What follows belongs to an exercise in optimizing a design on an open flow for small area and few clock cycles per item; a production flow would make more cautious choices. At most, simulation tests tie the RTL to the original design; equivalence was not proved. Power and IR drop assume default switching activity.

==> run a: inputs <==
==> flow/design.v (excerpt) <==
module rs_c3_enc (
    input  wire        clk,
    input  wire        rst,
    input  wire        in_valid,
    output wire        in_ready,
    input  wire [15:0] in_data,
    output wire        out_valid,
    input  wire        out_ready,
    output wire [15:0] out_data,
    output wire        out_last
);
Settings: LEC_CHECK=0, CAP_MARGIN=20, CORE_MARGIN=2, CORE_UTILIZATION=40, PLACE_DENSITY=0.6, SLEW_MARGIN=20; clock period 4.0 ns.
standard.sh (not shown) runs the stock make flow with config.mk's settings and CLKGATE_MAP_FILE= SYNTH_SCRIPT=/design/flow/synth_recipe.tcl, a recipe that flattens the netlist after the stock synthesis.
==> flow/flow/run.sh <==
#!/bin/bash
set -euo pipefail
HERE=$(pwd)
cat > my_synth.tcl <<EOF
proc abc {args} {
  set i [lsearch -exact \$args -script]
  if {\$i >= 0} { set args [lreplace \$args [expr {\$i+1}] [expr {\$i+1}] $HERE/flow/abc.script] }
  yosys abc {*}\$args
}
source $HERE/synth_recipe.tcl
EOF
sed "s#SYNTH_SCRIPT=[^ ]*#SYNTH_SCRIPT=$HERE/my_synth.tcl#" standard.sh > my_standard.sh
bash my_standard.sh > make.log 2>&1
==> flow/flow/abc.script <==
strash
map -a
==> inputs of run b, as changes to run a <==
==> flow/run.sh (new file) <==
#!/bin/bash
# synth_recipe.tcl (not shown) runs the flow's synth.tcl, then flattens the netlist and writes it again
# the make line also repeats each setting of config.mk as NAME=value (left out here)
make -C /OpenROAD-flow-scripts/flow DESIGN_CONFIG=/design/flow/config.mk WORK_HOME=/design/flow/orfs CLKGATE_MAP_FILE= SYNTH_SCRIPT=/design/flow/synth_recipe.tcl finish
removed: flow/flow/run.sh
removed: flow/flow/abc.script
removed: flow/standard.sh
==> notes.md <==
GRT met3 Usage=0.0502; complex-gate fraction of the synthesized area=0.00620; Post-CTS Resized=around 200; top post-synthesis cells by area=edfxtp_1, xor2_1, xnor2_1; endpoints failing setup=83; SO Viols=negative setup slack; final worst hold slack=between 0.4 and 0.5 ns; sequential share of power=0.527; PnR worst setup slack=-0.613 ns; status=complete, but fails checks; first-pass GRT wire length=between 60,000 and 70,000 µm
The numbers above come from run a.

==> notes.md <==
sequential share of power=0.456; status=finished clean; GRT met3 Usage=0.0430; Post-CTS Resized=0; final worst hold slack=about 0.50 ns; PnR worst setup slack=0.217 ns; endpoints failing setup=0; top post-synthesis cells by area=edfxtp_1, xnor2_1, xor2_1
The numbers above come from run b.

No functional check of the RTL was part of any run of this note.


==> cedar <==
rs_c3_enc, a different RTL version from the one above (not shown whole).
Settings: LEC_CHECK=0, CAP_MARGIN=20, CORE_MARGIN=2, CORE_UTILIZATION=55, PLACE_DENSITY=0.7, SETUP_SLACK_MARGIN=0.05, SLEW_MARGIN=20; clock period 4.0 ns.
==> flow/flow/run.sh <==
#!/bin/bash
# The standard layout (standard.sh) with two changes:
#  - ABC maps the logic with an area-oriented structural mapping (&nf) (flow/abc.script), so
#    the XOR network written in the RTL is kept as it is;
#  - extra ORFS make variables from flow/extra.sh (placement/CTS options).
# Each tool's output goes to the ORFS logs under orfs/logs; make's own output
# goes to make.log.
set -euo pipefail
HERE=$(pwd)
cat > my_synth.tcl <<EOF
proc abc {args} {
  set i [lsearch -exact \$args -script]
  if {\$i >= 0} { set args [lreplace \$args [expr {\$i+1}] [expr {\$i+1}] $HERE/flow/abc.script] }
  yosys abc {*}\$args
}
source $HERE/synth_recipe.tcl
EOF
{
  cat flow/extra.sh
  sed -e "s#SYNTH_SCRIPT=[^ ]*#SYNTH_SCRIPT=$HERE/my_synth.tcl#" \
      -e 's#"\${@:-finish}"#"${EXTRA[@]}" "${@:-finish}"#' standard.sh
} > my_standard.sh
bash my_standard.sh > make.log 2>&1
==> flow/flow/abc.script <==
&get -n
&st
&dch -f
&nf -R 1000
&put
==> flow/flow/extra.sh <==
EXTRA=("BUFFER_PORTS_ARGS=-buffer_cell sky130_fd_sc_hd__buf_1" "CTS_ARGS=-sink_clustering_enable -repair_clock_nets -dont_use_dummy_load -sink_clustering_size 20 -sink_clustering_max_diameter 100")
==> inputs of sierra, as changes to cedar <==
--- a/flow/design.v
+++ b/flow/design.v
@@ -6,18 +6,20 @@
     input  wire [15:0] in_data,
     output wire        out_valid,
     input  wire        out_ready,
     output wire [15:0] out_data,
     output wire        out_last
 );
+    localparam integer K    = 240;
     localparam integer NPAR = 16;
     reg [15:0] q [1:NPAR-1];
     reg [15:0] fbd;
-    reg [7:0]  cnt;
+    reg        emitting;    
     reg        flushing;    
-    wire       emitting = &cnt[7:4];
+    reg [7:0]  in_cnt;
+    reg [3:0]  out_cnt;
     wire [15:0] qn [1:NPAR-1];
     wire [15:0] top;
     wire x0 = fbd[8] ^ fbd[15];
     wire x1 = fbd[9] ^ fbd[14];
     wire x2 = fbd[3] ^ fbd[11];
     wire x3 = fbd[4] ^ fbd[12];
@@ -925,18 +927,32 @@
             fbd  <= fb;
             for (k = 1; k < NPAR; k = k + 1) q[k] <= qn[k];
         end
     end
     always @(posedge clk) begin
         if (rst) begin
-            cnt      <= 8'd240;
+            emitting <= 1'b1;
             flushing <= 1'b1;
-        end else if (en) begin
-            cnt <= cnt + 8'd1;
-            if (&cnt) flushing <= 1'b0;
+            in_cnt   <= 8'd0;
+            out_cnt  <= 4'd0;
+        end else if (take) begin
+            if (in_cnt == K - 1) begin
+                in_cnt   <= 8'd0;
+                emitting <= 1'b1;
+            end else begin
+                in_cnt <= in_cnt + 8'd1;
+            end
+        end else if (shift) begin
+            if (out_cnt == NPAR - 1) begin
+                out_cnt  <= 4'd0;
+                emitting <= 1'b0;
+                flushing <= 1'b0;
+            end else begin
+                out_cnt <= out_cnt + 4'd1;
+            end
         end
     end
     assign in_ready  = !emitting;
     assign out_valid = emitting && !flushing;
     assign out_data  = top;
-    assign out_last  = &cnt;
+    assign out_last  = out_cnt == NPAR - 1;
 endmodule
==> flow/flow/run.sh (replaced) <==
#!/bin/bash
# The standard layout (standard.sh) with two changes:
#  - the two-input XOR/XNOR gates are mapped straight to xor2_1/xnor2_1 cells
#    (flow/xormap.v) and ABC maps the rest with a plain structural mapping
#    (flow/abc.script), so the XOR network written in the RTL is kept as it is;
#  - extra ORFS make variables from flow/extra.sh (placement/CTS options).
# Each tool's output goes to the ORFS logs under orfs/logs; make's own output
# goes to make.log.
set -euo pipefail
HERE=$(pwd)
cat > my_synth.tcl <<EOF
proc abc {args} {
  yosys techmap -map $HERE/flow/xormap.v
  set i [lsearch -exact \$args -script]
  if {\$i >= 0} { set args [lreplace \$args [expr {\$i+1}] [expr {\$i+1}] $HERE/flow/abc.script] }
  yosys abc {*}\$args
}
source $HERE/synth_recipe.tcl
EOF
{
  cat flow/extra.sh
  sed -e "s#SYNTH_SCRIPT=[^ ]*#SYNTH_SCRIPT=$HERE/my_synth.tcl#" \
      -e 's#"\${@:-finish}"#"${EXTRA[@]}" "${@:-finish}"#' standard.sh
} > my_standard.sh
bash my_standard.sh > make.log 2>&1
==> flow/flow/abc.script (replaced) <==
strash
map -a
==> flow/flow/extra.sh (replaced) <==
EXTRA=("BUFFER_PORTS_ARGS=-buffer_cell sky130_fd_sc_hd__buf_2" "CTS_ARGS=-sink_clustering_enable -repair_clock_nets -dont_use_dummy_load -buf_list sky130_fd_sc_hd__clkbuf_8 -root_buf sky130_fd_sc_hd__clkbuf_8")
==> flow/flow/xormap.v (new file) <==
// Map Yosys's two-input XOR/XNOR gates straight to library cells, so that
// the XOR network written in the RTL reaches the layout gate for gate.
module \$_XOR_ (input A, input B, output Y);
  sky130_fd_sc_hd__xor2_1 _TECHMAP_REPLACE_ (.A(A), .B(B), .X(Y));
endmodule
module \$_XNOR_ (input A, input B, output Y);
  sky130_fd_sc_hd__xnor2_1 _TECHMAP_REPLACE_ (.A(A), .B(B), .Y(Y));
endmodule
- SETUP_SLACK_MARGIN: 0.05 -> not set
==> notes.md <==
quantity                                                             cedar      sierra
Run status                                        timing/DRC/antenna clean  timing/DRC/antenna clean
Startpoint of the worst register-to-register path                  fbd[12]     fbd[15]
Final Worst Setup Slack                                             144 ps     95.6 ps
Number of standard cells in the final layout excluding fillers        1476        1652
Multi-input gates                                                      704         762
Buffer count excluding the clock tree in the final layout              156         202
Instance count after placement with tap cells included                1450        1592
Via count of the first global-routing pass                            7631        8837
Clock share of power                                                 31.6%       36.8%
Count leader, synth                                                xnor2_1      xor2_1
Die area                                                         26700 µm²   27800 µm²
Fraction of layout instances using a drive strength above 1          13.4%       20.2%
Cell depth of the worst hold path                                        1           2
Critical path arrival                                              3060 ps     3100 ps
Testbench counts of cedar, summed over its fixed seeds: cycles 49,280, words 192.
Testbench counts of sierra, summed over its fixed seeds: cycles 49,280, words 192.

==> re-timing with driven ports <==
In the flow no input, the clock included, has a driving cell. The finished layouts below were timed again as built, in two steps. Step 1, drivers: a clkbuf_16 drives clk and a buf_2 each remaining input, both assumed. Step 2 moves the port delays by t, midway between the first and last clock arrival at a register: inputs arrive t later, outputs are due t later. That takes back most of the time a late clock gives input paths. a / b / c = no drivers / after step 1 / after step 2; a / b = the first two.
run	t (ns)	setup WS [ns]	hold WS [ns]	clock arrival spread, ns
run a	0.611	-0.613 / -0.613 / -1.168	0.489 / 0.489 / 0.489	0.029 / 0.029
run b	0.589	0.217 / 0.249 / -0.339	0.497 / 0.497 / 0.497	0.029 / 0.029
cedar	0.556	0.144 / 0.094 / 0.254	0.460 / 0.460 / 0.460	0.038 / 0.038
sierra	0.593	0.096 / 0.047 / 0.119	0.483 / 0.483 / 0.483	0.027 / 0.027
Met with ideal ports but missed after step 2: setup timing in run b. The setup slack of run b, which loses most, moves by +0.032 ns with the drivers and by -0.556 ns with both steps.
